This is an optimization exercise on Yosys and OpenROAD, whose aim is small area, not a production implementation. Only simulation tests tie the RTL to the original design; equivalence was not proved. Power figures rest on the tool's default switching activity, not on a simulated workload.

<file path="design/flow/design.v">
module afe_add #(
    parameter W = 8
) (
    input  wire [W-1:0] a,
    input  wire [W-1:0] b,
    input  wire         ci,
    output wire [W-1:0] s,
    output wire         co
);
    wire [W:0] c;
    assign c[0] = ci;
    genvar i;
    generate
        for (i = 0; i < W; i = i + 1) begin : g_fa
            assign s[i]   = a[i] ^ b[i] ^ c[i];
            assign c[i+1] = (a[i] & b[i]) | (c[i] & (a[i] ^ b[i]));
        end
    endgenerate
    assign co = c[W];
endmodule
module afe_rndsat (
    input  wire signed [25:0] v,
    input  wire        [4:0]  sh,
    output reg  signed [23:0] y,
    output reg                sat
);
    wire signed [26:0] u = $signed({v, 1'b0}) >>> sh;
    wire        [26:0] w;
    afe_add #(.W(27)) u_inc (.a(u), .b(27'd0), .ci(sh != 5'd0), .s(w), .co());
    wire        [25:0] q = w[26:1];
    always @(*) begin
        if (q[25:23] != 3'b000 && q[25:23] != 3'b111) begin
            y   = q[25] ? -24'sh800000 : 24'sh7fffff;
            sat = 1'b1;
        end else begin
            y   = q[23:0];
            sat = 1'b0;
        end
    end
endmodule
module afe_mac (
    input  wire [49:0] acc,
    input  wire [23:0] mx,
    input  wire [5:0]  dig,
    input  wire        zero,
    input  wire        shl,
    input  wire        emit,
    output wire [49:0] acc_n,
    output wire        lsb
);
    wire [49:0] a = zero ? 50'd0 : (shl ? {acc[44:0], 5'd0} : acc);
    wire [2:0] g0 = {dig[1], dig[0], 1'b0};
    wire [2:0] g1 = {dig[3], dig[2], dig[1]};
    wire [2:0] g2 = {dig[5], dig[4], dig[3]};
    wire [25:0] x  = {mx[23], mx[23], mx};
    wire [25:0] x2 = {mx[23], mx, 1'b0};
    wire one0 = g0[0] ^ g0[1];
    wire one1 = g1[0] ^ g1[1];
    wire one2 = g2[0] ^ g2[1];
    wire two0 = (g0 == 3'b011) || (g0 == 3'b100);
    wire two1 = (g1 == 3'b011) || (g1 == 3'b100);
    wire two2 = (g2 == 3'b011) || (g2 == 3'b100);
    wire neg0 = g0[2] & ~(g0[1] & g0[0]);
    wire neg1 = g1[2] & ~(g1[1] & g1[0]);
    wire neg2 = g2[2] & ~(g2[1] & g2[0]);
    wire [25:0] pp0 = (({26{one0}} & x) | ({26{two0}} & x2)) ^ {26{neg0}};
    wire [25:0] pp1 = (({26{one1}} & x) | ({26{two1}} & x2)) ^ {26{neg1}};
    wire [25:0] pp2 = (({26{one2}} & x) | ({26{two2}} & x2)) ^ {26{neg2}};
    wire [31:0] ra = {2'b00, a[29:0]};
    wire [31:0] r0 = {6'd0, ~pp0[25], pp0[24:0]};
    wire [31:0] r1 = {4'd0, ~pp1[25], pp1[24:0], 2'd0};
    wire [31:0] r2 = {2'd0, ~pp2[25], pp2[24:0], 4'd0};
    wire [31:0] rk = 32'hD6000000;
    wire [31:0] re = {27'd0, neg2, 1'b0, neg1, 2'd0};
    wire [31:0] s1 = ra ^ r0 ^ r1;
    wire [31:0] c1 = {((ra & r0) | (ra & r1) | (r0 & r1)), 1'b0};
    wire [31:0] s2 = r2 ^ rk ^ re;
    wire [31:0] c2 = {((r2 & rk) | (r2 & re) | (rk & re)), 1'b0};
    wire [31:0] s3 = s1 ^ c1 ^ s2;
    wire [31:0] c3 = {((s1 & c1) | (s1 & s2) | (c1 & s2)), 1'b0};
    wire [31:0] s4 = s3 ^ c3 ^ c2;
    wire [31:0] c4 = {((s3 & c3) | (s3 & c2) | (c3 & c2)), 1'b0};
    wire [31:0] t = s4 + c4 + {31'd0, neg0};
    wire [19:0] ah = a[49:30];
    wire [19:0] inc_c, dec_b;
    assign inc_c[0] = 1'b1;
    assign dec_b[0] = 1'b1;
    genvar i;
    generate
        for (i = 1; i < 20; i = i + 1) begin : g_id
            assign inc_c[i] = inc_c[i-1] & ah[i-1];
            assign dec_b[i] = dec_b[i-1] & ~ah[i-1];
        end
    endgenerate
    wire [19:0] ahp = ah ^ inc_c;
    wire [19:0] ahm = ah ^ dec_b;
    wire [19:0] sh_ = t[31] ? ahm : (t[30] ? ahp : ah);
    wire [49:0] sum = {sh_, t[29:0]};
    assign acc_n = emit ? {sum[49], sum[49:1]} : sum;
    assign lsb   = t[0];
endmodule
module afe_sinc3 (
    input  wire               clk,
    input  wire               rst,
    input  wire               clr,
    input  wire               run,
    input  wire               bit_valid,
    input  wire               bit_in,
    input  wire        [7:0]  r_m1,
    input  wire        [4:0]  sh,
    output reg                out_valid,
    output wire signed [23:0] out_y,
    output wire               out_sat
);
    localparam W = 26;
    reg [W-1:0] i1, i2, j3, d2, dd;
    reg [W-1:0] cr;
    reg [7:0]   cnt;
    wire [7:0]  r_eff = (r_m1 < 8'd15) ? 8'd15 : r_m1;
    reg         tk, bt, cl, s1, dp1, dp2;
    wire [W-1:0] xa = tk ? (bt ? {{(W-1){1'b0}}, 1'b1} : {W{1'b1}}) : {W{1'b0}};
    wire [W-1:0] i1_n, i2_n, j3_n;
    afe_add #(.W(W)) u_a1 (.a(cl ? {W{1'b0}} : i1), .b(xa), .ci(1'b0), .s(i1_n), .co());
    afe_add #(.W(W)) u_a2 (.a(i2), .b(i1), .ci(1'b0), .s(i2_n), .co());
    afe_add #(.W(W)) u_a3 (.a(j3), .b(i2_n), .ci(1'b0), .s(j3_n), .co());
    wire [W-1:0] c3, dd_n;
    afe_add #(.W(W)) u_c3 (.a(j3), .b(~dd), .ci(1'b1), .s(c3), .co());
    afe_add #(.W(W)) u_dd (.a({j3[W-2:0], 1'b0}), .b(~d2), .ci(1'b1), .s(dd_n), .co());
    always @(posedge clk) begin
        if (rst) begin
            tk        <= 1'b0;
            bt        <= 1'b0;
            cl        <= 1'b0;
            s1        <= 1'b0;
            dp1       <= 1'b0;
            dp2       <= 1'b0;
            i1        <= {W{1'b0}};
            i2        <= {W{1'b0}};
            j3        <= {W{1'b0}};
            d2        <= {W{1'b0}};
            dd        <= {W{1'b0}};
            cnt       <= 8'd0;
            out_valid <= 1'b0;
        end else begin
            tk        <= bit_valid & (run | clr);
            bt        <= bit_in;
            cl        <= clr;
            out_valid <= 1'b0;
            i1  <= i1_n;
            s1  <= tk;
            dp1 <= 1'b0;
            if (cl) begin
                cnt <= tk ? 8'd1 : 8'd0;
            end else if (tk) begin
                if (cnt == r_eff) begin
                    cnt <= 8'd0;
                    dp1 <= 1'b1;
                end else begin
                    cnt <= cnt + 8'd1;
                end
            end
            dp2 <= dp1 & ~cl;
            if (cl) begin
                i2 <= {W{1'b0}};
                j3 <= {W{1'b0}};
            end else if (s1) begin
                i2 <= i2_n;
                j3 <= j3_n;
            end
            if (cl) begin
                d2 <= {W{1'b0}};
                dd <= {W{1'b0}};
            end else if (dp2) begin
                d2        <= j3;
                dd        <= dd_n;
                j3        <= {W{1'b0}};
                cr        <= c3;
                out_valid <= 1'b1;
            end
        end
    end
    afe_rndsat u_rs (.v(cr), .sh(sh), .y(out_y), .sat(out_sat));
endmodule
module afe_halfband (
    input  wire               clk,
    input  wire               rst,
    input  wire               clr,
    input  wire               in_valid,
    input  wire signed [23:0] in_x,
    input  wire        [4:0]  sh1,
    input  wire        [4:0]  sh2,
    output reg                out_valid,
    output wire signed [23:0] out_y,
    output reg                out_sat
);
    reg [4:0] g;
    wire [4:0] g_n = (g == 5'd23) ? 5'd0 : g + 5'd1;
    always @(posedge clk) begin
        if (rst)
            g <= 5'd0;
        else
            g <= g_n;
    end
    wire g_last = (g == 5'd23);
    reg r1o, r1e, r2o, r2e, rclr;
    reg [23:0] e1 [0:6];
    reg [23:0] o1 [0:3];
    reg [23:0] e2 [0:6];
    reg [23:0] o2 [0:3];
    reg [23:0] z1, z2;
    reg        sat1, sgn1, sat2, sgn2;
    reg        x1;
    always @(posedge clk) x1 <= in_x[g_n];
    wire x2 = sat1 ? (g_last ? sgn1 : ~sgn1) : z1[0];
    integer k;
    always @(posedge clk) begin
        e1[0] <= {rclr ? 1'b0 : (r1e ? x1 : e1[0][0]), e1[0][23:1]};
        o1[0] <= {rclr ? 1'b0 : (r1o ? x1 : o1[0][0]), o1[0][23:1]};
        e2[0] <= {rclr ? 1'b0 : (r2e ? x2 : e2[0][0]), e2[0][23:1]};
        o2[0] <= {rclr ? 1'b0 : (r2o ? x2 : o2[0][0]), o2[0][23:1]};
        for (k = 1; k < 7; k = k + 1) begin
            e1[k] <= {rclr ? 1'b0 : (r1e ? e1[k-1][0] : e1[k][0]), e1[k][23:1]};
            e2[k] <= {rclr ? 1'b0 : (r2e ? e2[k-1][0] : e2[k][0]), e2[k][23:1]};
        end
        for (k = 1; k < 4; k = k + 1) begin
            o1[k] <= {rclr ? 1'b0 : (r1o ? o1[k-1][0] : o1[k][0]), o1[k][23:1]};
            o2[k] <= {rclr ? 1'b0 : (r2o ? o2[k-1][0] : o2[k][0]), o2[k][23:1]};
        end
    end
    reg               busy;
    reg               stg;       
    reg        [6:0]  c;
    reg signed [13:0] acc;
    reg               carry, t23, sat, sgn;
    wire [4:0] sh = stg ? sh2 : sh1;
    wire [6:0] jl = (sh > 5'd24) ? 7'd72 : 7'd48;
    wire       eng_end = busy && (c == jl - 7'd1);
    wire a0 = stg ? x2       : x1;
    wire b1 = stg ? e2[0][0] : e1[0][0];
    wire b2 = stg ? e2[1][0] : e1[1][0];
    wire b3 = stg ? e2[2][0] : e1[2][0];
    wire b4 = stg ? e2[3][0] : e1[3][0];
    wire b5 = stg ? e2[4][0] : e1[4][0];
    wire b6 = stg ? e2[5][0] : e1[5][0];
    wire b7 = stg ? e2[6][0] : e1[6][0];
    wire bq = stg ? o2[3][0] : o1[3][0];
    wire       act = (c < 7'd24);
    wire       neg = (c == 7'd23);
    wire       l3 = act & (b3 ^ neg);
    wire       l4 = act & (b4 ^ neg);
    wire       l2 = act & (~b2 ^ neg);
    wire       l5 = act & (~b5 ^ neg);
    wire       l1 = act & (b1 ^ neg);
    wire       l6 = act & (b6 ^ neg);
    wire       l0 = act & (~a0 ^ neg);
    wire       l7 = act & (~b7 ^ neg);
    wire       lq = act & (bq ^ neg);
    wire p30 = l3 ^ l4, p31 = l3 & l4;
    wire p20 = l2 ^ l5, p21 = l2 & l5;
    wire p10 = l1 ^ l6, p11 = l1 & l6;
    wire p00 = l0 ^ l7, p01 = l0 & l7;
    wire [14:0] ra = {acc[13], acc};
    wire [14:0] rk = neg ? 15'b110110000011000 : 15'd0;     
    wire [14:0] r1 = {3'b000, p31, p30, 1'b0, p31, p30, p30, p20, p31, p30, p20, p31, p30};
    wire [14:0] r2 = {3'b000, lq,  1'b0, 1'b0, p21, p31, p20, p21, p20, p21, p00, p21, p20};
    wire [14:0] r3 = {7'd0, p20, p21, p10, p10, p01, 1'b0, p11, p10};
    wire [14:0] r4 = {7'd0, p21, p11, p11, 1'b0, 1'b0, 1'b0, p01, p00};
    wire [14:0] s1 = ra ^ r1 ^ r2;
    wire [14:0] c1 = {((ra & r1) | (ra & r2) | (r1 & r2)), 1'b0};
    wire [14:0] s2 = r3 ^ r4 ^ rk;
    wire [14:0] c2 = {((r3 & r4) | (r3 & rk) | (r4 & rk)), 1'b0};
    wire [14:0] s3 = s1 ^ c1 ^ s2;
    wire [14:0] c3 = {((s1 & c1) | (s1 & s2) | (c1 & s2)), 1'b0};
    wire [14:0] s4 = s3 ^ c3 ^ c2;
    wire [14:0] c4 = {((s3 & c3) | (s3 & c2) | (c3 & c2)), 1'b0};
    wire [14:0] t;
    afe_add #(.W(15)) u_t (.a(s4), .b(c4), .ci(1'b0), .s(t), .co());
    wire               sbit = t[0];
    wire [6:0] shx   = {2'b00, sh};
    wire       ge    = (c >= shx);
    wire [6:0] kk    = c - shx;
    wire       tb    = sbit ^ carry;
    wire       cap   = busy && ge && (kk < 7'd24);
    wire       chk   = busy && ge && (kk > 7'd23);
    wire       sat_n = sat | (chk & (tb ^ t23));
    wire       sgn_n = chk ? tb : sgn;
    wire s1_done = eng_end && !stg;
    wire s2_done = eng_end && stg;
    reg ph1, ph2, in1_pend, in1_even, fl2;
    wire eng_free = !busy || eng_end;
    wire st_r2   = g_last && s1_done && !clr;
    wire st_r2e  = st_r2 && ph2;
    wire st_r1   = g_last && in1_pend && !clr && (!in1_even || (eng_free && !st_r2e));
    wire st_r1e  = st_r1 && in1_even;
    reg clr_pend;
    always @(posedge clk) begin
        if (rst || clr) begin
            r1o <= 1'b0; r1e <= 1'b0; r2o <= 1'b0; r2e <= 1'b0; rclr <= 1'b0;
            busy <= 1'b0; stg <= 1'b0; c <= 7'd0;
            ph1 <= 1'b0; ph2 <= 1'b0; in1_pend <= 1'b0; in1_even <= 1'b0;
            fl2 <= 1'b0;
            out_valid <= 1'b0; out_sat <= 1'b0;
            clr_pend <= clr;
            carry <= 1'b0; sat <= 1'b0; sgn <= 1'b0; t23 <= 1'b0;
            acc <= 14'sd0;
        end else begin
            out_valid <= 1'b0;
            if (in_valid) begin
                in1_pend <= 1'b1;
                in1_even <= ph1;
                ph1      <= ~ph1;
            end
            if (g_last) begin
                rclr     <= clr_pend;
                clr_pend <= 1'b0;
                r1o      <= st_r1 && !in1_even;
                r1e      <= st_r1e;
                r2o      <= st_r2 && !ph2;
                r2e      <= st_r2e;
                if (st_r1 && !in_valid)
                    in1_pend <= 1'b0;
                if (st_r2) begin
                    ph2 <= ~ph2;
                    fl2 <= fl2 | sat_n;
                end
            end
            if (busy) begin
                acc   <= t[14:1];    
                sat   <= sat_n;
                sgn   <= sgn_n;
                if (c + 7'd1 == shx)
                    carry <= sbit;
                else if (ge)
                    carry <= sbit & carry;
                if (busy && ge && (kk == 7'd23))
                    t23 <= tb;
                c <= c + 7'd1;
            end
            if (s1_done) begin
                sat1 <= sat_n;
                sgn1 <= sgn_n;
            end
            if (s2_done) begin
                sat2      <= sat_n;
                sgn2      <= sgn_n;
                out_valid <= 1'b1;
                out_sat   <= sat_n | fl2;
                fl2       <= 1'b0;
            end
            if (eng_end)
                busy <= 1'b0;
            if (st_r2e || st_r1e) begin
                busy  <= 1'b1;
                stg   <= st_r2e;
                c     <= 7'd0;
                acc   <= 14'sd500;
                carry <= 1'b0;
                sat   <= 1'b0;
                sgn   <= 1'b0;
                t23   <= 1'b0;
            end
        end
    end
    always @(posedge clk) begin
        if (cap && !stg)
            z1 <= {tb, z1[23:1]};
        else if (r2o || r2e)
            z1 <= {z1[0], z1[23:1]};
        if (cap && stg)
            z2 <= {tb, z2[23:1]};
    end
    assign out_y = sat2 ? {sgn2, {23{~sgn2}}} : z2;
endmodule
module afe_fir (
    input  wire               clk,
    input  wire               rst,
    input  wire               clr,
    input  wire               dec2,
    input  wire        [4:0]  sh,
    input  wire               coef_we,
    input  wire        [5:0]  coef_addr,
    input  wire signed [19:0] coef_data,
    input  wire               in_valid,
    input  wire signed [23:0] in_x,
    input  wire               in_sat,
    output reg                out_valid,
    output wire signed [23:0] out_y,
    output reg                out_sat
);
    localparam AccW = 50;
    localparam [1:0] IDLE = 2'd0, EMIT = 2'd1, PRE = 2'd2;
    reg [19:0] cr [0:62];
    reg [19:0] ce;
    reg [19:0] c0;
    reg        modeb;
    reg [5:0]  bcnt;
    reg [5:0]  z;             
    wire [19:0] chd = modeb ? ce : cr[62];
    wire [6:0] wdiff = {1'b0, coef_addr} - {1'b0, z};
    wire [5:0] wpos  = wdiff[6] ? (wdiff[5:0] - 6'd1) : wdiff[5:0];
    wire       wr_ring = coef_we && (coef_addr != 6'd0);
    wire [19:0] wd_o = coef_data | {20{~wr_ring}};
    wire [19:0] wd_e = ~coef_data | {20{~wr_ring}};
    reg  [62:0] dec;
    integer k;
    always @(*) begin
        for (k = 0; k < 63; k = k + 1)
            dec[k] = (wpos == k);
    end
    wire [62:0] wep = dec & {63{wr_ring}};
    always @(posedge clk) begin
        ce <= cr[62];
        cr[0] <= wep[0] ? coef_data : chd;
        for (k = 1; k < 63; k = k + 1) begin
            if (k % 2 == 1)
                cr[k] <= ~((cr[k-1] | {20{wep[k]}}) & (wd_o | {20{~dec[k]}}));
            else
                cr[k] <= ~((cr[k-1] | {20{wep[k]}}) & (wd_e | {20{~dec[k]}}));
        end
        if (coef_we && coef_addr == 6'd0)
            c0 <= coef_data;
    end
    reg [1:0]  st;
    reg [5:0]  cnt;           
    reg [1:0]  dg;            
    reg        junk;          
    reg        pend, pend_out;
    reg        fph, flf, curf;
    reg        clearing;
    reg [5:0]  ccnt;
    reg        need_pre;
    reg [23:0] dr [0:62];
    wire ins = (st == PRE) && !junk && (dg == 2'd3) && (z == 6'd1);
    wire [23:0] dh = ins ? in_x : (clearing ? 24'd0 : dr[62]);
    always @(posedge clk) begin
        dr[0] <= dh;
        for (k = 1; k < 63; k = k + 1)
            dr[k] <= dr[k-1];
    end
    reg signed [AccW-1:0] acc;
    reg                   clr_r;      
    wire        emit = (st == EMIT);
    wire [1:0]  edg  = (cnt == 6'd0) ? 2'd0 : (cnt == 6'd5) ? 2'd1 :
                       (cnt == 6'd10) ? 2'd2 : 2'd3;
    wire        eadd = emit && (cnt == 6'd0 || cnt == 6'd5 || cnt == 6'd10 || cnt == 6'd15);
    wire [19:0] dsrc = emit ? c0 : chd;
    wire [1:0]  dsel = emit ? edg : dg;
    reg  signed [5:0] dig;
    always @(*) begin
        case (dsel)
            2'd0: dig = {1'b0, dsrc[4:0]};
            2'd1: dig = {1'b0, dsrc[9:5]};
            2'd2: dig = {1'b0, dsrc[14:10]};
            default: dig = {dsrc[19], dsrc[19:15]};
        endcase
    end
    wire signed [23:0] mx   = emit ? in_x : dh;
    wire pass = (st == PRE) && !junk;
    wire        addp = pass || eadd;
    wire [49:0] acc_n;
    afe_mac u_mac (
        .acc(acc), .mx(mx), .dig(addp ? dig : 6'd0),
        .zero(clr_r || (pass && cnt == 6'd0 && dg == 2'd3)),
        .shl(pass && cnt == 6'd0),
        .emit(emit), .acc_n(acc_n), .lsb(sbit)
    );
    reg  [23:0] yreg;
    reg         carry, t23, sat, sgn;
    wire        ge    = (cnt >= {1'b0, sh});
    wire [5:0]  kk    = cnt - {1'b0, sh};
    wire        tb    = sbit ^ carry;
    wire        cap   = emit && ge && (kk < 6'd24);
    wire        chk   = emit && ge && (kk > 6'd23);
    wire        sat_n = sat | (chk & (tb ^ t23));
    wire        sgn_n = chk ? tb : sgn;
    wire in_out = !dec2 || fph;      
    wire go     = (st == IDLE) && pend && !clearing;
    wire go_pre = !modeb && (((st == IDLE) && ((pend && !pend_out) || need_pre) && !clearing) ||
                             (emit && cnt == 6'd56));
    always @(posedge clk) begin
        if (rst) begin
            modeb <= 1'b0;
            bcnt  <= 6'd0;
            z     <= 6'd1;
        end else begin
            if (go_pre && !clr) begin
                modeb <= 1'b1;
                bcnt  <= 6'd0;
            end else if (modeb) begin
                bcnt <= bcnt + 6'd1;
                if (bcnt == 6'd63)
                    modeb <= 1'b0;
            end
            if (!(modeb && bcnt == 6'd0))
                z <= (z == 6'd1) ? 6'd63 : z - 6'd1;
        end
    end
    always @(posedge clk) begin
        if (rst || clr) begin
            st        <= IDLE;
            cnt       <= 6'd0;
            dg        <= 2'd3;
            junk      <= 1'b0;
            pend      <= 1'b0;
            pend_out  <= 1'b0;
            fph       <= 1'b0;
            flf       <= 1'b0;
            curf      <= 1'b0;
            clearing  <= clr;
            ccnt      <= 6'd0;
            need_pre  <= 1'b0;
            out_valid <= 1'b0;
            out_sat   <= 1'b0;
            carry <= 1'b0; sat <= 1'b0; sgn <= 1'b0; t23 <= 1'b0;
        end else begin
            out_valid <= 1'b0;
            if (clearing) begin
                ccnt <= ccnt + 6'd1;
                if (ccnt == 6'd62)
                    clearing <= 1'b0;
            end
            if (in_valid) begin
                pend     <= 1'b1;
                pend_out <= in_out;
                fph      <= ~fph;
                if (in_out) begin
                    curf <= flf | in_sat;
                    flf  <= 1'b0;
                end else begin
                    flf  <= flf | in_sat;
                end
            end
            case (st)
                IDLE: begin
                    if (go && pend_out) begin
                        st    <= EMIT;
                        cnt   <= 6'd0;
                        carry <= 1'b0;
                        sat   <= 1'b0;
                        sgn   <= 1'b0;
                        t23   <= 1'b0;
                        if (!in_valid) pend <= 1'b0;
                    end else if (go_pre) begin
                        st       <= PRE;
                        cnt      <= 6'd0;
                        dg       <= 2'd3;
                        junk     <= 1'b1;
                        need_pre <= 1'b0;
                        if (!need_pre && !in_valid) pend <= 1'b0;
                    end
                end
                EMIT: begin
                    sat <= sat_n;
                    sgn <= sgn_n;
                    if (cnt + 6'd1 == {1'b0, sh})
                        carry <= sbit;
                    else if (ge)
                        carry <= sbit & carry;
                    if (cap && kk == 6'd23)
                        t23 <= tb;
                    cnt <= cnt + 6'd1;
                    if (cnt == 6'd56) begin
                        out_valid <= 1'b1;
                        out_sat   <= sat_n | curf;
                        if (go_pre) begin
                            st   <= PRE;
                            cnt  <= 6'd0;
                            dg   <= 2'd3;
                            junk <= 1'b1;
                        end else begin
                            st       <= IDLE;
                            need_pre <= 1'b1;
                        end
                    end
                end
                PRE: begin
                    if (junk) begin
                        junk <= 1'b0;
                    end else begin
                        cnt <= (cnt == 6'd62) ? 6'd0 : cnt + 6'd1;
                        if (cnt == 6'd62) begin
                            dg <= dg - 2'd1;
                            if (dg == 2'd0)
                                st <= IDLE;
                        end
                    end
                end
                default: st <= IDLE;
            endcase
        end
    end
    always @(posedge clk) begin
        acc   <= acc_n;
        clr_r <= clr;
        if (cap)
            yreg <= {tb, yreg[23:1]};
    end
    assign out_y = sat ? {sgn, {23{~sgn}}} : yreg;
endmodule
module afe_chain (
    input  wire               clk,
    input  wire               rst,
    input  wire               start,
    input  wire               bit_valid,
    input  wire               bit_in,
    input  wire        [7:0]  sinc_r_m1,
    input  wire               fir_dec,
    input  wire        [4:0]  sh0,
    input  wire        [4:0]  sh1,
    input  wire        [4:0]  sh2,
    input  wire        [4:0]  sh3,
    input  wire               coef_we,
    input  wire        [5:0]  coef_addr,
    input  wire        [19:0] coef_data,
    output wire               y0_valid,
    output wire signed [23:0] y0,
    output wire               y0_sat,
    output wire               y_valid,
    output wire signed [23:0] y,
    output wire               y_sat
);
    reg running;
    always @(posedge clk) begin
        if (rst)
            running <= 1'b0;
        else if (start)
            running <= 1'b1;
    end
    wire               s2_valid;
    wire signed [23:0] s2_y;
    wire               s2_sat;
    afe_sinc3 u_sinc (
        .clk(clk), .rst(rst), .clr(start), .run(running),
        .bit_valid(bit_valid), .bit_in(bit_in),
        .r_m1(sinc_r_m1), .sh(sh0),
        .out_valid(y0_valid), .out_y(y0), .out_sat(y0_sat)
    );
    afe_halfband u_hb (
        .clk(clk), .rst(rst), .clr(start),
        .in_valid(y0_valid), .in_x(y0), .sh1(sh1), .sh2(sh2),
        .out_valid(s2_valid), .out_y(s2_y), .out_sat(s2_sat)
    );
    afe_fir u_fir (
        .clk(clk), .rst(rst), .clr(start),
        .dec2(fir_dec), .sh(sh3),
        .coef_we(coef_we), .coef_addr(coef_addr), .coef_data(coef_data),
        .in_valid(s2_valid), .in_x(s2_y), .in_sat(s2_sat),
        .out_valid(y_valid), .out_y(y), .out_sat(y_sat)
    );
endmodule
</file>
<file path="design/flow/run.sh">
#!/bin/bash
# synth_recipe.tcl (not shown) runs the flow's synth.tcl, then flattens the netlist and writes it again
# the make line also repeats each setting of config.mk as NAME=value (left out here)
make -C /OpenROAD-flow-scripts/flow DESIGN_CONFIG=/design/flow/config.mk WORK_HOME=/design/flow/orfs CLKGATE_MAP_FILE= SYNTH_SCRIPT=/design/flow/synth_recipe.tcl finish
</file>
<file path="design/flow/config.mk">
export PLATFORM = sky130hd
export DESIGN_NAME = afe_chain
export DESIGN_NICKNAME = afe_chain
export VERILOG_FILES = /design/flow/design.v
export SDC_FILE = /design/flow/constraint.sdc
export NUM_CORES = 4
export LEC_CHECK = 0
export ABC_AREA = 1
export CAP_MARGIN = 20
export CELL_PAD_IN_SITES_DETAIL_PLACEMENT = 0
export CELL_PAD_IN_SITES_GLOBAL_PLACEMENT = 0
export CORE_MARGIN = 2
export CORE_UTILIZATION = 65
export CTS_CLUSTER_DIAMETER = 60
export CTS_CLUSTER_SIZE = 30
export PLACE_DENSITY = 0.75
export SLEW_MARGIN = 20
</file>
<file path="design/flow/constraint.sdc">
create_clock -name core_clock -period 15.0 [get_ports {clk}]
set_input_delay 3.0000 -clock core_clock [delete_from_list [all_inputs] [get_ports {clk}]]
set_output_delay 3.0000 -clock core_clock [all_outputs]
set_load 0.01 [all_outputs]
</file>
==> impl_metrics.ini, run 1 <==
[floorplan]
die_width_um = 410
placementRows = 149
dieArea_um2 = 168000
dieHeight_um = 410
ioPinCount = 113
core_area_um2 = 164000
initial_utilization_pct = 65.3

[drt]
wirelength_mm = 227
remaining_drc_errors = 0
via_per_inst = 5.70
drt-met1-wl_mm = 98.4
top_layer = met5
met3_length_mm = 15.1
ant_nets = 0
dr.first_iter.drc_count = 5566
vias = 63282
wl_met2_mm = 104
drt_pass1_iterations = 7
post_drt_wl_per_cell_um = 20.5

[global_routing]
grt_pass1_vias = 62374
grt_usage_pct = 26.7
grt_max_degree = 76
grt_pass1_wl_mm = 353
grt.overflow.total = 0
antenna_found_initial = 3

[pwr]
p_seq_share_pct = 60.6
switching_power_mw = 5.09
clkPwrFrac_pct = 28.2
powerDensity_nw_per_um2 = 173
comb_power_share_pct = 11.2
p_int_mw = 14.9
p_leak_nw = 46.7
netSwitchingFraction_pct = 25.5
vdd_drop_max_uv = 175

[placement]
gp_congestion = 0.889
numPortBuffers = 112
dp_cells = 10825
place_hpwl_mm = 137

[critical_path]
r2r_end = u_sinc.i1[25]
critPathRequiredTime_ns = 12.00
r2r-start = u_sinc.cl
start_kind = input pin
worst-r2r-setup-slack_ns = 2.60
slowest_delay_ns = 0.49
crit_fanout = 26
cp_data_arrival_time_ns = 11.16
crit_path_end_kind = output pin
critical_path_class = in2out
cpMostUsedCell = ha_1
crit_slowest_cell = clkdlybuf4s50_1
r2r_cells = 32

[final_layout]
fillers = 11324
final_common_cell = dfxtp_1
num_antenna_cells = 0
drive_gt1_share_pct = 6.18
final_cell_mix = dfxtp_1, o22ai_1, nand2_1
multi_input_area_um2 = 27100
area_delta_synth_final_pct = 7.51
num-nets-final = 9273
finalNonFillerCells = 11102
seq_area_um2 = 75900

[outcome]
run_status = complete, no violations

[synthesis]
syn-instance-count = 8999
synth.avg_cell_area_um2 = 11.9
synth_async_sr_flop_share_pct = 0
synth_nets = 9464
synth-seq-cells = 3728
synth_cell_types = 63
yosysTopAreaCellShare_pct = 67.2
synth_warnings = 12
yosys.area.top_type = dfxtp_1
synth_edf_count = 123
ys.flop_type = dfxtp_1
synth_area_um2 = 107000
yosysSeqAreaShare_pct = 70.7
synth_area_leaders = dfxtp_1, o22ai_1, fa_1

[hold_path]
hold-path-endpoint = u_hb.e2[0][21]
hold_start = u_hb.e2[0][22]
hold_class = reg2reg
min_path_cells = 0

[cts]
ctsResizeCount = 0
clock_latency_ns = 0.88
post-cts-setup-buffers = 0
cts_tree = built
clk_pin_slew_ns = 0.10
cts.hold.buffers_added = 0
cts.sinks = 3728
cts-buffers-inserted = 170
cts-root-buf = clkbuf_16
ctsLongestPathBuffers = 3
h-tree-depth = 4

[timing]
skew_ns = 0.0580
rsz0062_at_grt = false
slew_headroom_pct = 18.4
tns_ns = 0
final_hold_viol_count = 0
slew_violations = 0
tightest_slew_ns = 1.22
clock.fmax_mhz = 70.6
setup-violations-final = 0
period_needed_ns = 14.16
final.period_utilization_pct = 94.4

[flow_run]
cap_violations = 0
-- power groups by stage --
stage	sequential [mW]	clock (mW)	combinational, mW
2_1_floorplan	12.1	0	1.60
3_3_place_gp	12.3	0	2.07
3_5_place_dp	12.3	0	2.15
4_1_cts	12.1	5.71	2.17
5_1_grt	12.2	6.04	2.42
6_report	12.1	5.63	2.23
-- worst max-delay path by stage --
| stage | start | to | slack (ns) | cells after the start |
|---|---|---|---|---|
| final | sh0[0] | y0[22] | 0.84 | 42 |
| after CTS | sh0[0] | y0[22] | 0.76 | 42 |
| after floorplan | sh0[0] | y0[22] | 2.42 | 39 |
| after global placement | sh0[0] | y0[18] | 0.81 | 42 |
| after detailed placement | sh0[0] | y0[22] | 0.77 | 42 |
| after global routing | sh0[0] | y0[16] | 0.18 | 42 |
-- cells by family after synthesis --
kind of cell / after synthesis / synth area share (%)
AO/OA/AOI/OAI: 1938 / 10.8
AND/OR/NAND/NOR: 1579 / 6.31
XOR/XNOR: 152 / 1.24
multiplexers: 49 / 0.458
flip-flops: 3728 / 70.7
buffers and inverters: 1149 / 4.32
adder cells (fa/ha/maj): 404 / 6.19
-- cells in the mapped netlist (all sizes together), types with 2 or more instances --
cell type  instances
a21oi            181
o221ai             5
mux2i             48
a221oi             3
buf              246
dfxtp           3605
nor3b              2
ha               192
o211ai            20
a21o               3
o21bai             2
fa               212
nand4             16
a31oi             22
a22o               2
o2111ai            5
nand2            755
o31ai              2
o22ai           1313
xor2              97
xnor2             55
inv              588
clkinv             4
nand3            268
o21ai            343
nand3b             5
clkbuf           311
o21a               3
nor3              43
nor2             430
a211oi            27
or2               50
edfxtp           123
nor4               9
-- critical path: cells and delay by family --
family,cells,cell delay [ns]
adder cells (fa/ha/maj),25,4.57
buffers and inverters,6,1.74
AO/OA/AOI/OAI,5,1.02
AND/OR/NAND/NOR,4,0.43
XOR/XNOR,1,0.24
multiplexers,1,0.16
-- state kept, by name, indices dropped and copies added, names as in the netlist, 50 cells and up --
signal	count
u_fir.acc	50
u_fir.cr	1260
u_hb.e2	168
u_hb.e1	168
u_fir.dr	1512
u_hb.o1	96
u_hb.o2	96
-- stage by stage --
stage	util, %	worst slack [ns]	cell area (um^2)	hold slack (ns)	total power [mW]
floorplan	-	2.42	107000	0.310	13.7
global placement	66.6	0.807	110000	0.310	14.3
detailed placement	66.6	0.774	110000	0.312	14.4
CTS	70.1	0.763	115000	0.303	20.0
global route	70.2	0.181	115000	0.306	20.7
finish	70.2	0.840	115000	0.303	20.0
-- final cells by class --
| class | instances | share of cell area (%) |
|---|---|---|
| well taps | 2189 | 2.37 |
| clock buffers | 195 | 3.86 |
| inverters | 592 | 1.93 |
| multi-input cells | 4122 | 23.5 |
| flip-flops and latches | 3728 | 65.7 |
| repair buffers | 194 | 1.50 |
| clock inverters | 82 | 1.13 |
-- metal layers --
metal,global-route usage [%],up-vias
met1,36.4,30619
met4,11.3,6
met2,42.1,2223
met3,4.75,544
met5,0.431,-
li1,-,29890
==> inputs of run 2 (changes only) <==
--- a/design/flow/design.v
+++ b/design/flow/design.v
@@ -81,5 +81,6 @@
     wire [31:0] s4 = s3 ^ c3 ^ c2;
     wire [31:0] c4 = {((s3 & c3) | (s3 & c2) | (c3 & c2)), 1'b0};
-    wire [31:0] t = s4 + c4 + {31'd0, neg0};
+    wire [31:0] t;
+    afe_addbk u_t (.a(s4), .b(c4), .ci(neg0), .s(t));
     wire [19:0] ah = a[49:30];
     wire [19:0] inc_c, dec_b;
@@ -100,4 +101,38 @@
     assign lsb   = t[0];
 endmodule
+module afe_addbk (
+    input  wire [31:0] a,
+    input  wire [31:0] b,
+    input  wire        ci,
+    output wire [31:0] s
+);
+    wire [31:0] p = a ^ b;
+    reg  [31:0] gg, pp;
+    integer l, i, d;
+    always @(*) begin
+        gg = a & b;
+        pp = p;
+        gg[0] = gg[0] | (pp[0] & ci);
+        for (l = 1; l <= 5; l = l + 1) begin
+            d = 1 << (l - 1);
+            for (i = 0; i < 32; i = i + 1) begin
+                if (((i + 1) % (2 * d)) == 0) begin
+                    gg[i] = gg[i] | (pp[i] & gg[i-d]);
+                    pp[i] = pp[i] & pp[i-d];
+                end
+            end
+        end
+        for (l = 4; l >= 1; l = l - 1) begin
+            d = 1 << (l - 1);
+            for (i = 0; i < 32; i = i + 1) begin
+                if ((((i + 1) % (2 * d)) == d) && (i >= 2 * d)) begin
+                    gg[i] = gg[i] | (pp[i] & gg[i-d]);
+                    pp[i] = pp[i] & pp[i-d];
+                end
+            end
+        end
+    end
+    assign s = p ^ {gg[30:0], ci};
+endmodule
 module afe_sinc3 (
     input  wire               clk,
--- a/design/flow/config.mk
+++ b/design/flow/config.mk
@@ -11,7 +11,7 @@
 export CELL_PAD_IN_SITES_GLOBAL_PLACEMENT = 0
 export CORE_MARGIN = 2
-export CORE_UTILIZATION = 65
-export CTS_CLUSTER_DIAMETER = 60
-export CTS_CLUSTER_SIZE = 30
-export PLACE_DENSITY = 0.75
+export CORE_UTILIZATION = 69
+export CTS_CLUSTER_DIAMETER = 100
+export CTS_CLUSTER_SIZE = 24
+export PLACE_DENSITY = 0.78
 export SLEW_MARGIN = 20
==> impl_metrics.ini, run 2 <==
[global_routing]
antenna_found_initial = 11
grt.overflow.total = 0
grt_max_degree = 75
grt_pass1_wl_mm = 361
grt_usage_pct = 29.2
grt_pass1_vias = 63520

[pwr]
vdd_drop_max_uv = 151
powerDensity_nw_per_um2 = 171
p_total_mw = 19.5
p_leak_nw = 46.3

[synthesis]
synth_edf_count = 123
synth-seq-cells = 3728
synth_nets = 9355
synth_area_leaders = dfxtp_1, o22ai_1, fa_1
yosysTopAreaCellShare_pct = 67.7
synth_area_um2 = 107000
yosysSeqAreaShare_pct = 71.1
synth_warnings = 13
yosysMostFrequentCell = dfxtp_1
synth_cell_types = 52
syn-instance-count = 8875
synth_common_cells = dfxtp_1, o22ai_1, nand2_1
yosys.area.top_type = dfxtp_1
synth.avg_cell_area_um2 = 12.0
synth_async_sr_flop_share_pct = 0
ys.flop_type = dfxtp_1

[timing]
setup-violations-final = 0
period_needed_ns = 14.37
tns_ns = 0
tightest_slew_ns = 1.27
slew_headroom_pct = 15.3
clock.fmax_mhz = 69.6
slew_violations = 0
layout_setup_ws_ns = 0.627
final_hold_viol_count = 0
holdWs_ns = 0.320
rsz0062_at_grt = false
final.period_utilization_pct = 95.8
skew_ns = 0.0652

[floorplan]
dieHeight_um = 397
ioPinCount = 113
die_width_um = 397
core_area_um2 = 154000
initial_utilization_pct = 69.4
placementRows = 144
dieArea_um2 = 158000

[final_layout]
final_cell_mix = dfxtp_1, o22ai_1, nand2_1
fillers = 9797
num-nets-final = 9178
largest_reg_flops = 1512
final_common_cell = dfxtp_1
drive_gt1_share_pct = 4.86
top_register = u_fir.dr
area_delta_synth_final_pct = 6.74
largestRegisters = u_fir.dr (1512), u_fir.cr (1260)

[cts]
cts.sinks = 3728
cts-root-buf = clkbuf_16
cts-buffers-inserted = 174
clock_latency_ns = 0.86
cts_tree = built
cts.hold.buffers_added = 0
ctsLongestPathBuffers = 3
h-tree-depth = 4
clk_pin_slew_ns = 0.09

[drt]
post_drt_wl_per_cell_um = 21.6
vias = 63232
drt_pass1_iterations = 6
via_per_inst = 5.86
ant_nets = 0
wirelength_mm = 233
dr.first_iter.drc_count = 5992
remaining_drc_errors = 0

[critical_path]
cp_data_arrival_time_ns = 11.37
crit_path_end_kind = output pin
critPathRequiredTime_ns = 12.00
crit_family = adder cells
crit_fanout = 13
slowest_delay_ns = 0.57
cpMostUsedCell = ha_1
critical_path_class = in2out
crit_slowest_cell = clkdlybuf4s50_1
start_kind = input pin
cp_num_buf_inv = 6

[placement]
place_hpwl_mm = 139
numPortBuffers = 112
place_ws_ns = 0.535
gp_congestion = 0.873

[outcome]
run_status = complete, no violations

[flow_run]
cap_violations = 0

[hold_path]
hold_class = reg2reg
## run 2: through the flow
step                std cells  util [%]  cell area, um^2
global placement        10561      70.8           109000
CTS                     10778      73.9           114000
finish                  10786      74.1           114000
floorplan                8875         -           107000
global route            10785      74.1           114000
detailed placement      10562      70.8           109000
## run 2: cell type report
cell class / count / area [um^2] / area share, %
diodes: 4 / 10.0 / 0.00879
clock buffers: 203 / 4510 / 3.96
clock inverters: 13 / 292 / 0.256
inverters: 528 / 1990 / 1.75
multi-input cells: 4063 / 26700 / 23.5
flip-flops and latches: 3728 / 75900 / 66.7
well taps: 2044 / 2560 / 2.25
repair buffers: 203 / 1860 / 1.64
## run 2: worst paths after layout
kind	startpoint	end	slack [ns]	depth (start not counted)
worst min-delay path	u_fir.dr[25][5]	u_fir.dr[26][5]	0.32	0
worst min register to register	u_fir.dr[25][5]	u_fir.dr[26][5]	0.32	0
worst max-delay path	sh0[0]	y0[19]	0.63	43
worst max register to register	u_sinc.i1[0]	u_sinc.j3[25]	2.11	34
## run 2: repair_timing
action,4_1_cts,5_1_grt
setup endpoints to repair,0,2
hold endpoints to repair,0,0
resized for setup,0,3
buffers inserted,0,1
## run 2: kinds of logic after synthesis
group	count (synthesis)	synth area share (%)
flip-flops	3728	71.1
AO/OA/AOI/OAI	1910	10.7
AND/OR/NAND/NOR	1538	5.97
buffers and inverters	1084	4.02
adder cells (fa/ha/maj)	419	6.50
XOR/XNOR	154	1.28
multiplexers	42	0.395
## run 2: worst register-to-register path: cells and delay by family (launching register included)
family | cells | cell delay (ns)
adder cells (fa/ha/maj) | 26 | 11.53
buffers and inverters | 4 | 0.27
AND/OR/NAND/NOR | 2 | 0.39
flip-flops | 1 | 0.37
AO/OA/AOI/OAI | 2 | 0.21
## run 2: layer usage
| metal | part of all wire (%) | GRT usage, % | routed length (um) | up-vias |
|---|---|---|---|---|
| met5 | 0 | 0 | 0 | - |
| met4 | 3.9 | 11.5 | 9160 | 0 |
| met3 | 6.9 | 5.56 | 16000 | 608 |
| met2 | 47 | 47.4 | 109000 | 2496 |
| met1 | 42 | 39.0 | 98100 | 30708 |
| li1 | - | - | - | 29420 |
## run 2: power by group
group / internal (mW) / leakage [nW] / switching [mW]
clock: 2.16 / 2.33 / 2.97
sequential: 11.4 / 30.6 / 0.493
combinational: 0.903 / 13.4 / 1.53
total: 14.5 / 46.3 / 4.99
==> inputs of run 3 (changes only) <==
--- a/design/flow/config.mk
+++ b/design/flow/config.mk
@@ -11,7 +11,7 @@
 export CELL_PAD_IN_SITES_GLOBAL_PLACEMENT = 0
 export CORE_MARGIN = 2
-export CORE_UTILIZATION = 69
+export CORE_UTILIZATION = 65
 export CTS_CLUSTER_DIAMETER = 100
 export CTS_CLUSTER_SIZE = 24
-export PLACE_DENSITY = 0.78
+export PLACE_DENSITY = 0.75
 export SLEW_MARGIN = 20
==> impl_metrics.ini, run 3 <==
[drt]
drt-met1-wl_mm = 99.4
remaining_drc_errors = 0
post_drt_wl_per_cell_um = 20.7
met3_length_mm = 16.4
vias = 62531
wirelength_mm = 225
drt_pass1_iterations = 8
wl_met2_mm = 103
dr.first_iter.drc_count = 5925
via_per_inst = 5.73
ant_nets = 0
top_layer = met5

[final_layout]
area_delta_synth_final_pct = 6.77
num-nets-final = 9177
fillers = 11159
multi_input_area_um2 = 26700
seq_area_um2 = 75900
top_register = u_fir.dr
largest_reg_flops = 1512
final_common_cell = dfxtp_1
drive_gt1_share_pct = 4.86
largestRegisters = u_fir.dr (1512), u_fir.cr (1260)
final_cell_mix = dfxtp_1, o22ai_1, nand2_1
finish.utilization_pct = 69.9

[pwr]
netSwitchingFraction_pct = 25.2
clkPwrFrac_pct = 26.2
switching_power_mw = 4.90
p_int_mw = 14.5
vdd_drop_max_uv = 139
p_seq_share_pct = 61.5
powerDensity_nw_per_um2 = 170
p_leak_nw = 46.3
comb_power_share_pct = 12.3

[global_routing]
grt_pass1_wl_mm = 351
grt_usage_pct = 26.5
grt.overflow.total = 0
grt_max_degree = 74
grt_pass1_vias = 61255
antenna_found_initial = 9

[timing]
period_needed_ns = 14.34
layout_setup_ws_ns = 0.664
clock.fmax_mhz = 69.8
final_hold_viol_count = 0
skew_ns = 0.0543
tightest_slew_ns = 1.24
setup-violations-final = 0
final.period_utilization_pct = 95.6
rsz0062_at_grt = false
slew_violations = 0
slew_headroom_pct = 17.1
tns_ns = 0

[placement]
numPortBuffers = 112
place_hpwl_mm = 138
place_ws_ns = 0.629
gp_congestion = 0.886

[floorplan]
die_width_um = 409
dieHeight_um = 409
dieArea_um2 = 167000
core_area_um2 = 163000
ioPinCount = 113
initial_utilization_pct = 65.5
placementRows = 148

[cts]
clock_latency_ns = 0.85
cts.sinks = 3728
cts.hold.buffers_added = 0
cts-root-buf = clkbuf_16
ctsResizeCount = 0
cts_tree = built
post-cts-setup-buffers = 0
cts-buffers-inserted = 173
ctsLongestPathBuffers = 3
h-tree-depth = 4
clk_pin_slew_ns = 0.10

[synthesis]
ys.flop_type = dfxtp_1
yosysMostFrequentCell = dfxtp_1
synth_async_sr_flop_share_pct = 0
synth_warnings = 13
synth.avg_cell_area_um2 = 12.0
synth_area_leaders = dfxtp_1, o22ai_1, fa_1
syn-instance-count = 8875
yosys.area.top_type = dfxtp_1
yosysSeqAreaShare_pct = 71.1
synth_cell_types = 52
yosysTopAreaCellShare_pct = 67.7
synth_common_cells = dfxtp_1, o22ai_1, nand2_1
synth_nets = 9355
synth-seq-cells = 3728
synth_area_um2 = 107000
synth_edf_count = 123

[flow_run]
cap_violations = 0

[critical_path]
cpMostUsedCell = ha_1
critical_path_class = in2out
crit_slowest_cell = clkdlybuf4s50_1
slowest_delay_ns = 0.48
start_kind = input pin
crit_path_end_kind = output pin
r2r-start = u_sinc.i2[0]
cp_num_buf_inv = 6
crit_family = adder cells
cp_data_arrival_time_ns = 11.34
crit_start = sh0[0]
critPathRequiredTime_ns = 12.00
crit_fanout = 15

[outcome]
run_status = complete, no violations

[hold_path]
hold_class = reg2reg
hold_start = u_fir.dr[1][0]
## run 3: per-layer routing
layer | GRT usage [%] | up-vias
li1 | - | 29421
met1 | 37.1 | 30369
met2 | 41.9 | 2261
met3 | 5.34 | 472
met4 | 8.05 | 8
met5 | 0 | -
## run 3: area by class of cell
class	instances	area share, %
Multi-Input combinational cell	4063	23.5
Inverter	528	1.74
Antenna cell	1	0.00220
Clock buffer	200	3.99
Timing Repair Buffer	203	1.61
Tap cell	2175	2.39
Sequential cell	3728	66.6
Clock inverter	11	0.164
## run 3: stage by stage
step	cell area (um^2)	hold WS [ns]	std cells	power, mW
floorplan	107000	0.310	8875	13.6
global route	114000	0.310	10908	20.1
detailed placement	109000	0.312	10695	14.4
finish	114000	0.299	10909	19.4
global placement	109000	0.310	10691	14.3
CTS	114000	0.299	10906	19.4
## run 3: path summary, 6_finish.rpt
kind                          to  slack [ns]  cells past startpoint
setup / recovery          y0[19]        0.66                     44
hold / removal    u_fir.dr[2][0]        0.30                      0
setup reg to reg   u_sinc.j3[25]        2.28                     34
hold reg to reg   u_fir.dr[2][0]        0.30                      0
## run 3: power groups by stage
stage | clock network [mW] | logic, mW | registers [mW]
6_report | 5.08 | 2.38 | 11.9
5_1_grt | 5.49 | 2.59 | 12.0
4_1_cts | 5.16 | 2.32 | 11.9
3_5_place_dp | 0 | 2.30 | 12.1
3_3_place_gp | 0 | 2.21 | 12.1
2_1_floorplan | 0 | 1.69 | 11.9
## run 3: kinds of logic (layout without fill, tap and decap cells)
logic type	count (synthesis)	in the layout	share of synthesized area, %
xor gates and xnor gates	154	154	1.28
AOI/OAI and AO/OA	1910	1910	10.7
muxes	42	42	0.395
adders and majority gates	419	419	6.50
DFF	3728	3728	71.1
other	0	1	0
buffers and inverters	1084	942	4.02
and+or+nand+nor	1538	1538	5.97
==> inputs of run 4 (changes only) <==
--- a/design/flow/config.mk
+++ b/design/flow/config.mk
@@ -13,5 +13,5 @@
 export CORE_UTILIZATION = 65
 export CTS_CLUSTER_DIAMETER = 100
-export CTS_CLUSTER_SIZE = 24
+export CTS_CLUSTER_SIZE = 27
 export PLACE_DENSITY = 0.75
 export SLEW_MARGIN = 20
==> impl_metrics.ini, run 4 <==
[synthesis]
synth-seq-cells = 3728
synth_cell_types = 52
ys.flop_type = dfxtp_1
synth_edf_count = 123
synth_common_cells = dfxtp_1, o22ai_1, nand2_1
synth_area_um2 = 107000
yosysTopAreaCellShare_pct = 67.7
yosys.area.top_type = dfxtp_1
synth_nets = 9355
yosysSeqAreaShare_pct = 71.1
synth_area_leaders = dfxtp_1, o22ai_1, fa_1
synth_warnings = 13
synth.avg_cell_area_um2 = 12.0
synth_async_sr_flop_share_pct = 0
syn-instance-count = 8875
yosysMostFrequentCell = dfxtp_1

[final_layout]
largestRegisters = u_fir.dr (1512), u_fir.cr (1260)
multi_input_area_um2 = 26700
area_delta_synth_final_pct = 6.48
final_cell_mix = dfxtp_1, o22ai_1, nand2_1
seq_area_um2 = 75900
drive_gt1_share_pct = 4.71
num-nets-final = 9162
largest_reg_flops = 1512
fillers = 11225
final_area_um2 = 114000
top_register = u_fir.dr
final_common_cell = dfxtp_1

[global_routing]
grt_max_degree = 74
grt_pass1_wl_mm = 349
grt.overflow.total = 0
grt_pass1_vias = 60880
antenna_found_initial = 7
grt_usage_pct = 26.4

[drt]
dr.first_iter.drc_count = 5763
ant_nets = 0
remaining_drc_errors = 0
wirelength_mm = 224
drt_pass1_iterations = 8
via_per_inst = 5.71
post_drt_wl_per_cell_um = 20.6
vias = 62246

[placement]
place_area_um2 = 109000
gp_congestion = 0.886
place_ws_ns = 0.629
numPortBuffers = 112
place_hpwl_mm = 138

[critical_path]
start_kind = input pin
worst-r2r-setup-slack_ns = 2.31
critPathRequiredTime_ns = 12.00
r2r_end = u_sinc.j3[25]
cpMostUsedCell = ha_1
crit_fanout = 15
r2r-start = u_sinc.i1[0]
crit_path_end_kind = output pin
slowest_delay_ns = 0.48
critical_path_class = in2out
crit_start = sh0[0]
cp_data_arrival_time_ns = 11.32
r2r_cells = 34
crit_slowest_cell = clkdlybuf4s50_1

[cts]
cts_tree = built
post-cts-setup-buffers = 0
ctsResizeCount = 0
cts-root-buf = clkbuf_16
clock_latency_ns = 0.86
ctsLongestPathBuffers = 3
cts-buffers-inserted = 156
h-tree-depth = 4
cts.sinks = 3728
clk_pin_slew_ns = 0.10
cts.hold.buffers_added = 0

[timing]
layout_setup_ws_ns = 0.683
tns_ns = 0
final.period_utilization_pct = 95.4
holdWs_ns = 0.322
period_needed_ns = 14.32
slew_headroom_pct = 16.2
final_hold_viol_count = 0
skew_ns = 0.0479
clock.fmax_mhz = 69.8
setup-violations-final = 0
tightest_slew_ns = 1.25
rsz0062_at_grt = false
slew_violations = 0

[pwr]
p_total_mw = 19.2
powerDensity_nw_per_um2 = 169
vdd_drop_max_uv = 159
p_leak_nw = 46.1
netSwitchingFraction_pct = 25.5
switching_power_mw = 4.90
comb_power_share_pct = 12.4
clkPwrFrac_pct = 25.5
p_int_mw = 14.3
p_seq_share_pct = 62.2

[floorplan]
die_width_um = 409
dieArea_um2 = 167000
dieHeight_um = 409
ioPinCount = 113
core_area_um2 = 163000
placementRows = 148
initial_utilization_pct = 65.5

[hold_path]
hold_class = reg2reg
hold-path-endpoint = u_fir.dr[37][8]
min_path_cells = 0
hold_start = u_fir.dr[36][8]

[flow_run]
cap_violations = 0

[outcome]
run_status = complete, no violations
run 4: power by group through the flow:
stage	Combinational, mW	Sequential, mW	Clock, mW
6_report	2.37	11.9	4.89
5_1_grt	2.59	12.0	5.28
4_1_cts	2.32	11.9	4.95
3_5_place_dp	2.30	12.1	0
3_3_place_gp	2.21	12.1	0
2_1_floorplan	1.69	11.9	0
run 4: worst max-delay path, delay by kind of cell:
family,cells,cell delay (ns)
fa+ha+maj,25,4.98
compound gates,5,0.89
simple gates,7,0.77
buf+inv,6,1.45
xor+xnor,1,0.22
run 4: worst max-delay path by stage:
stage / to / slack, ns
after global placement: y0[19] / 0.64
final: y0[19] / 0.68
after global routing: y0[19] / 0.01
after floorplan: y0[19] / 1.86
after detailed placement: y0[19] / 0.63
after CTS: y0[19] / 0.61
run 4: area by class of cell:
type / instances / share of cell area, %
flip-flops and latches: 3728 / 66.8
multi-input cells: 4063 / 23.5
clock buffers: 176 / 3.50
well taps: 2175 / 2.40
inverters: 528 / 1.75
repair buffers: 205 / 1.64
clock inverters: 20 / 0.364
diodes: 2 / 0.00441
run 4: logic make-up after synthesis:
family          Yosys count  synth area share, %
simple gates           1538                 5.97
buf+inv                1084                 4.02
xor+xnor                154                 1.28
compound gates         1910                 10.7
mux                      42                0.395
flops                  3728                 71.1
fa+ha+maj               419                 6.50
run 4: per-stage QoR:
stage / utilization (%) / cells
final: 69.8 / 10897
after global routing: 69.8 / 10895
after CTS: 69.7 / 10891
after detailed placement: 67.0 / 10695
after global placement: 66.9 / 10691
after floorplan: - / 8875
run 4: metal layers:
layer | wire length (um) | up-vias | track usage [%]
li1 | - | 29379 | -
met1 | 99800 | 30226 | 37.2
met2 | 102000 | 2155 | 41.4
met3 | 15800 | 480 | 5.16
met4 | 6720 | 6 | 8.12
met5 | 44 | - | 0
==> inputs of run 5 (changes only) <==
--- a/design/flow/design.v
+++ b/design/flow/design.v
@@ -269,6 +269,5 @@
     reg               carry, t23, sat, sgn;
     wire [4:0] sh = stg ? sh2 : sh1;
-    wire [6:0] jl = (sh > 5'd24) ? 7'd72 : 7'd48;
-    wire       eng_end = busy && (c == jl - 7'd1);
+    wire       eng_end = busy && (c == 7'd71);
     wire a0 = stg ? x2       : x1;
     wire b1 = stg ? e2[0][0] : e1[0][0];
@@ -424,5 +423,5 @@
 );
     localparam AccW = 50;
-    localparam [1:0] IDLE = 2'd0, EMIT = 2'd1, PRE = 2'd2;
+    localparam [1:0] IDLE = 2'd0, EMIT = 2'd1, PRE = 2'd2, CLR = 2'd3;
     reg [19:0] cr [0:62];
     reg [19:0] ce;
@@ -462,6 +461,5 @@
     reg        pend, pend_out;
     reg        fph, flf, curf;
-    reg        clearing;
-    reg [5:0]  ccnt;
+    wire       clearing = (st == CLR);    
     reg        need_pre;
     reg [23:0] dr [0:62];
@@ -533,5 +531,5 @@
     always @(posedge clk) begin
         if (rst || clr) begin
-            st        <= IDLE;
+            st        <= clr ? CLR : IDLE;
             cnt       <= 6'd0;
             dg        <= 2'd3;
@@ -542,6 +540,4 @@
             flf       <= 1'b0;
             curf      <= 1'b0;
-            clearing  <= clr;
-            ccnt      <= 6'd0;
             need_pre  <= 1'b0;
             out_valid <= 1'b0;
@@ -550,9 +546,4 @@
         end else begin
             out_valid <= 1'b0;
-            if (clearing) begin
-                ccnt <= ccnt + 6'd1;
-                if (ccnt == 6'd62)
-                    clearing <= 1'b0;
-            end
             if (in_valid) begin
                 pend     <= 1'b1;
@@ -621,5 +612,9 @@
                     end
                 end
-                default: st <= IDLE;
+                default: begin    
+                    cnt <= cnt + 6'd1;
+                    if (cnt == 6'd62)
+                        st <= IDLE;
+                end
             endcase
         end
==> impl_metrics.ini, run 5 <==
[final_layout]
final_common_cell = dfxtp_1
top_register = u_fir.dr
final_cell_mix = dfxtp_1, o22ai_1, nand2_1
num-nets-final = 9070
drive_gt1_share_pct = 4.71
fillers = 11247
area_delta_synth_final_pct = 6.46
largest_reg_flops = 1512
largestRegisters = u_fir.dr (1512), u_fir.cr (1260)

[critical_path]
critPathRequiredTime_ns = 12.00
cp_data_arrival_time_ns = 11.23
crit_path_end_kind = output pin
slowest_delay_ns = 0.57
start_kind = input pin
crit_fanout = 21
critical_path_class = in2out
crit_slowest_cell = clkdlybuf4s50_1
cpMostUsedCell = ha_1

[pwr]
p_leak_nw = 45.8
vdd_drop_max_uv = 137
powerDensity_nw_per_um2 = 196

[synthesis]
synth_common_cells = dfxtp_1, o22ai_1, nand2_1
synth_nets = 9259
syn-instance-count = 8785
yosysMostFrequentCell = dfxtp_1
synth-seq-cells = 3721
ys.flop_type = dfxtp_1
synth_edf_count = 125
synth_async_sr_flop_share_pct = 0
synth_area_um2 = 106000
yosysSeqAreaShare_pct = 71.4
synth_warnings = 13
synth.avg_cell_area_um2 = 12.1
synth_area_leaders = dfxtp_1, o22ai_1, fa_1
synth_cell_types = 56
yosysTopAreaCellShare_pct = 67.8
yosys.area.top_type = dfxtp_1

[placement]
place_hpwl_mm = 131
gp_congestion = 0.860
place_ws_ns = 0.703
numPortBuffers = 112

[floorplan]
core_area_um2 = 162000
placementRows = 148
ioPinCount = 113
initial_utilization_pct = 65.4
dieArea_um2 = 167000
die_width_um = 408
dieHeight_um = 408

[cts]
clk_pin_slew_ns = 0.11
clock_latency_ns = 0.84
ctsResizeCount = 0
cts.hold.buffers_added = 0
cts-root-buf = clkbuf_16
post-cts-setup-buffers = 0
ctsLongestPathBuffers = 3
cts.sinks = 3721
cts_tree = built
h-tree-depth = 4
cts-buffers-inserted = 156

[timing]
rsz0062_at_grt = false
final_hold_viol_count = 0
final.period_utilization_pct = 94.8
layout_setup_ws_ns = 0.773
period_needed_ns = 14.23
skew_ns = 0.0574
slew_violations = 0
slew_headroom_pct = 15.8
clock.fmax_mhz = 70.3
tns_ns = 0
tightest_slew_ns = 1.26
setup-violations-final = 0

[global_routing]
grt.overflow.total = 0
grt_usage_pct = 26.4
grt_pass1_vias = 60295
antenna_found_initial = 9
grt_pass1_wl_mm = 345
grt_max_degree = 76

[outcome]
run_status = complete, no violations

[drt]
vias = 61582
ant_nets = 0
wirelength_mm = 224
drt_pass1_iterations = 6
via_per_inst = 5.70
dr.first_iter.drc_count = 5765
post_drt_wl_per_cell_um = 20.7
remaining_drc_errors = 0

[hold_path]
hold_class = reg2reg

[flow_run]
cap_violations = 0
-- run 5: cell types whose count changed after synthesis, sizes merged, moves of 9 or more --
cell    delta
mux2i     +10
xnor2     -27
xor2      +22
nand3      -9
nor2      -38
o21ai     -10
a21oi     -16
buf       -16
clkbuf     +9
dfxtp      -9
-- run 5: layout make-up --
class / count / area [um^2] / area share, %
diodes: 3 / 7.51 / 0.00664
clock buffers: 179 / 4010 / 3.55
clock inverters: 18 / 312 / 0.276
inverters: 526 / 1980 / 1.75
multi-input cells: 3989 / 26400 / 23.4
flip-flops and latches: 3721 / 75700 / 67.0
well taps: 2175 / 2720 / 2.41
repair buffers: 202 / 1830 / 1.62
-- run 5: cell families (layout without fill, tap and decap cells) --
kind of cell    count (synthesis)  count (layout)  share of synthesized area (%)
simple gates                 1479            1479                           5.76
mux                            51              51                          0.481
fa+ha+maj                     413             413                           6.46
compound gates               1897            1897                           10.7
buf+inv                      1075             925                           3.99
other cells                     0               3                              0
flops                        3721            3721                           71.4
xor+xnor                      149             149                           1.24
-- run 5: per-stage QoR --
step	area, um^2	std cells	hold WS [ns]	util, %	power [mW]
finish	113000	10813	0.293	69.6	22.1
global route	113000	10812	0.289	69.6	23.2
CTS	113000	10809	0.277	69.5	22.1
detailed placement	109000	10612	0.312	66.8	17.3
global placement	108000	10609	0.310	66.8	17.2
floorplan	106000	8785	0.310	-	16.0
-- run 5: worst paths after layout --
kind | slack (ns) | depth (start not counted) | from | end
worst min register to register | 0.29 | 0 | u_hb.e1[6][3] | u_hb.e1[6][2]
worst max-delay path | 0.77 | 39 | sh0[1] | y0[17]
worst min-delay path | 0.29 | 0 | u_hb.e1[6][3] | u_hb.e1[6][2]
worst max register to register | 2.22 | 34 | u_sinc.i2[0] | u_sinc.j3[25]
-- run 5: worst max-delay path: cells and delay by family --
kind / cells / cell delay, ns
compound gates: 2 / 0.60
buf+inv: 6 / 1.94
simple gates: 4 / 0.45
fa+ha+maj: 25 / 4.90
xor+xnor: 1 / 0.16
mux: 1 / 0.15
-- run 5: report_power, final --
part	switching, mW	internal (mW)
registers	0.689	12.0
logic	2.88	1.72
clock network	2.91	1.95
-- run 5: metal layers --
| metal | GRT usage, % | vias up | wire, um |
|---|---|---|---|
| met1 | 36.6 | 29539 | 97300 |
| li1 | - | 29129 | - |
| met2 | 41.2 | 2339 | 101000 |
| met4 | 9.45 | 6 | 8120 |
| met3 | 5.41 | 569 | 17100 |
| met5 | 0 | - | 41 |
==> inputs of run 6 (changes only) <==
--- a/design/flow/design.v
+++ b/design/flow/design.v
@@ -426,5 +426,4 @@
     reg [19:0] cr [0:62];
     reg [19:0] ce;
-    reg [19:0] c0;
     reg        modeb;
     reg [5:0]  bcnt;
@@ -444,5 +443,8 @@
     wire [62:0] wep = dec & {63{wr_ring}};
     always @(posedge clk) begin
-        ce <= cr[62];
+        if (modeb)
+            ce <= cr[62];
+        else if (coef_we && coef_addr == 6'd0)
+            ce <= coef_data;
         cr[0] <= wep[0] ? coef_data : chd;
         for (k = 1; k < 63; k = k + 1) begin
@@ -452,6 +454,4 @@
                 cr[k] <= ~((cr[k-1] | {20{wep[k]}}) & (wd_e | {20{~dec[k]}}));
         end
-        if (coef_we && coef_addr == 6'd0)
-            c0 <= coef_data;
     end
     reg [1:0]  st;
@@ -477,5 +477,5 @@
                        (cnt == 6'd10) ? 2'd2 : 2'd3;
     wire        eadd = emit && (cnt == 6'd0 || cnt == 6'd5 || cnt == 6'd10 || cnt == 6'd15);
-    wire [19:0] dsrc = emit ? c0 : chd;
+    wire [19:0] dsrc = (emit || modeb) ? ce : cr[62];
     wire [1:0]  dsel = emit ? edg : dg;
     reg  signed [5:0] dig;
==> impl_metrics.ini, run 6 <==
[outcome]
run_status = complete, no violations

[pwr]
p_leak_nw = 45.5
switching_power_mw = 6.23
p_int_mw = 15.4
comb_power_share_pct = 19.7
powerDensity_nw_per_um2 = 192
p_seq_share_pct = 57.9
clkPwrFrac_pct = 22.4
netSwitchingFraction_pct = 28.8
vdd_drop_max_uv = 166

[hold_path]
hold_start = u_hb.o1[0][5]
hold-path-endpoint = u_hb.o1[0][4]
min_path_cells = 0
hold_class = reg2reg

[timing]
skew_ns = 0.0447
layout_setup_ws_ns = 0.611
slew_headroom_pct = 14.4
final_hold_viol_count = 0
rsz0062_at_grt = false
clock.fmax_mhz = 69.5
setup-violations-final = 0
tns_ns = 0
tightest_slew_ns = 1.28
final.period_utilization_pct = 95.9
slew_violations = 0
period_needed_ns = 14.39

[synthesis]
synth_top_family_by_area = compound AO/OA/AOI/OAI gates
synth.avg_cell_area_um2 = 12.0
yosysMostFrequentCell = dfxtp_1
synth_area_um2 = 106000
yosysTopAreaCellShare_pct = 67.5
synth_area_leaders = dfxtp_1, o22ai_1, fa_1
synth_async_sr_flop_share_pct = 0
synth-xor-area-share_pct = 1.25
synth_edf_count = 125
synth_compound_area_share_pct = 11.0
synthSimpleGateAreaFrac_pct = 5.66
synth_warnings = 13
synth_common_cells = dfxtp_1, o22ai_1, nand2_1
synthMuxAreaShare_pct = 0.397
yosys.area_share.adder_pct = 6.47
synth-seq-cells = 3701
yosys.area.top_type = dfxtp_1
synth_cell_types = 56
ys.flop_type = dfxtp_1
yosysSeqAreaShare_pct = 71.1
synth_nets = 9285
syn-instance-count = 8811

[cts]
cts.hold.buffers_added = 0
cts-root-buf = clkbuf_16
ctsLongestPathBuffers = 3
cts_tree = built
clock_latency_ns = 0.85
cts-buffers-inserted = 155
h-tree-depth = 4
cts.sinks = 3701
clk_pin_slew_ns = 0.11

[global_routing]
antenna_found_initial = 8
grt.overflow.total = 0
grt_usage_pct = 26.8
grt_pass1_vias = 61753
grt_pass1_wl_mm = 352
grt_max_degree = 87

[critical_path]
crit_path_end_kind = output pin
worst-r2r-setup-slack_ns = 2.23
r2r_end = u_sinc.j3[25]
r2r_cells = 34
critical_path_class = in2out
r2r-start = u_sinc.i2[0]
crit_fanout = 26
start_kind = input pin
slowest_delay_ns = 0.56
crit_slowest_cell = clkdlybuf4s50_1
cpMostUsedCell = ha_1
critPathRequiredTime_ns = 12.00
cp_data_arrival_time_ns = 11.39

[floorplan]
dieArea_um2 = 166000
initial_utilization_pct = 65.3
ioPinCount = 113
placementRows = 148
core_area_um2 = 162000
dieHeight_um = 408
die_width_um = 408

[placement]
gp_congestion = 0.912
place_ws_ns = 0.490
dp_cells = 10629
numPortBuffers = 112
place_hpwl_mm = 136

[drt]
ant_nets = 0
post_drt_wl_per_cell_um = 20.9
vias = 62357
remaining_drc_errors = 0
drt_pass1_iterations = 6
via_per_inst = 5.76
wirelength_mm = 227
dr.first_iter.drc_count = 5847

[final_layout]
largestRegisters = u_fir.dr (1512), u_fir.cr (1260)
multi_input_area_um2 = 26500
final_cell_mix = dfxtp_1, o22ai_1, nand2_1
finalNonFillerCells = 10831
fillers = 11404
final_common_cell = dfxtp_1
seq_area_um2 = 75300
largest_reg_flops = 1512
area_delta_synth_final_pct = 6.34
drive_gt1_share_pct = 4.75
num-nets-final = 9088
top_register = u_fir.dr

[flow_run]
cap_violations = 0
==> run 6: logic make-up after synthesis <==
group                    count (synthesis)
AO/OA/AOI/OAI                         1957
XOR/XNOR                               151
adder cells (fa/ha/maj)                413
buffers and inverters                 1098
flip-flops                            3701
multiplexers                            42
AND/OR/NAND/NOR                       1449
==> run 6: layout make-up <==
class	instances	share of cell area, %
Clock inverter	14	0.168
Antenna cell	4	0.00888
Multi-Input combinational cell	4012	23.5
Timing Repair Buffer	202	1.61
Inverter	542	1.81
Clock buffer	181	3.62
Sequential cell	3701	66.8
Tap cell	2175	2.41
==> run 6: critical path, delay by kind of cell <==
kind            cells  cell delay [ns]
simple gates        5             0.63
fa+ha+maj          25             4.91
mux                 1             0.18
xor+xnor            1             0.19
buf+inv             6             1.84
compound gates      3             0.62
==> run 6: worst max path at each step <==
stage	end	depth (start not counted)	from
2_1_floorplan	y0[16]	38	sh0[0]
3_3_place_gp	y0[20]	41	sh0[0]
3_5_place_dp	y0[21]	41	sh0[0]
4_1_cts	y0[21]	41	sh0[0]
5_1_grt	y0[21]	41	sh0[0]
6_report	y0[21]	41	sh0[0]
==> run 6: repair_timing <==
item,CTS,global route
endpoints found under the setup margin,0,3
buffers inserted,0,1
gates resized for setup,0,2
==> run 6: metrics by stage <==
stage	hold WS (ns)	utilization (%)	instance area, um^2	total power, mW
floorplan	0.310	-	106000	15.5
global placement	0.310	66.6	108000	16.7
detailed placement	0.312	66.7	108000	16.8
CTS	0.313	69.3	113000	21.6
global route	0.312	69.4	113000	22.6
finish	0.300	69.4	113000	21.6
==> run 6: layer usage <==
metal  track usage [%]  up-vias  wire [um]
met3              4.62      623      16400
met4              10.8        4       9170
li1                  -    29231          -
met1              37.3    30031      98300
met5                 0        -         27
met2              42.1     2468     103000
==> run 6: power by group through the flow <==
stage	registers, mW	logic [mW]	clock network (mW)
floorplan	12.4	3.17	0
global placement	12.7	3.99	0
detailed placement	12.7	4.14	0
CTS	12.5	4.18	4.92
global route	12.6	4.76	5.24
finish	12.5	4.26	4.84

-- separate check: timing with driven ports --
No port has a modelled driver above. Below, the same layouts with a new extraction and two added sets of constraints. Step 1 assumes that a clkbuf_16 drives the clock port and a buf_2 every other input. Step 2 also shifts input and output timing later by t, the mid clock arrival at the registers, as if the neighbouring blocks saw the same clock. Slacks: no drivers / after step 1 / after step 2; pairs: no drivers / after step 1.
run | shift t [ns] | setup slack, ns | hold slack, ns | cell pins on the clock port's net
run 1 | 0.938 | 0.840 / 0.809 / 0.809 | 0.303 / 0.303 / 0.303 | 1
run 2 | 0.906 | 0.627 / 0.599 / 0.599 | 0.320 / 0.320 / 0.320 | 1
run 3 | 0.913 | 0.664 / 0.619 / 0.619 | 0.299 / 0.299 / 0.299 | 1
run 4 | 0.924 | 0.683 / 0.639 / 0.639 | 0.322 / 0.322 / 0.322 | 1
run 5 | 0.908 | 0.773 / 0.749 / 0.749 | 0.293 / 0.293 / 0.293 | 1
run 6 | 0.916 | 0.611 / 0.589 / 0.589 | 0.300 / 0.300 / 0.300 | 1
After both steps every run listed still meets setup and hold. For run 3, which loses most, drivers alone change the setup slack by -0.045 ns; drivers and shift together by -0.045 ns.
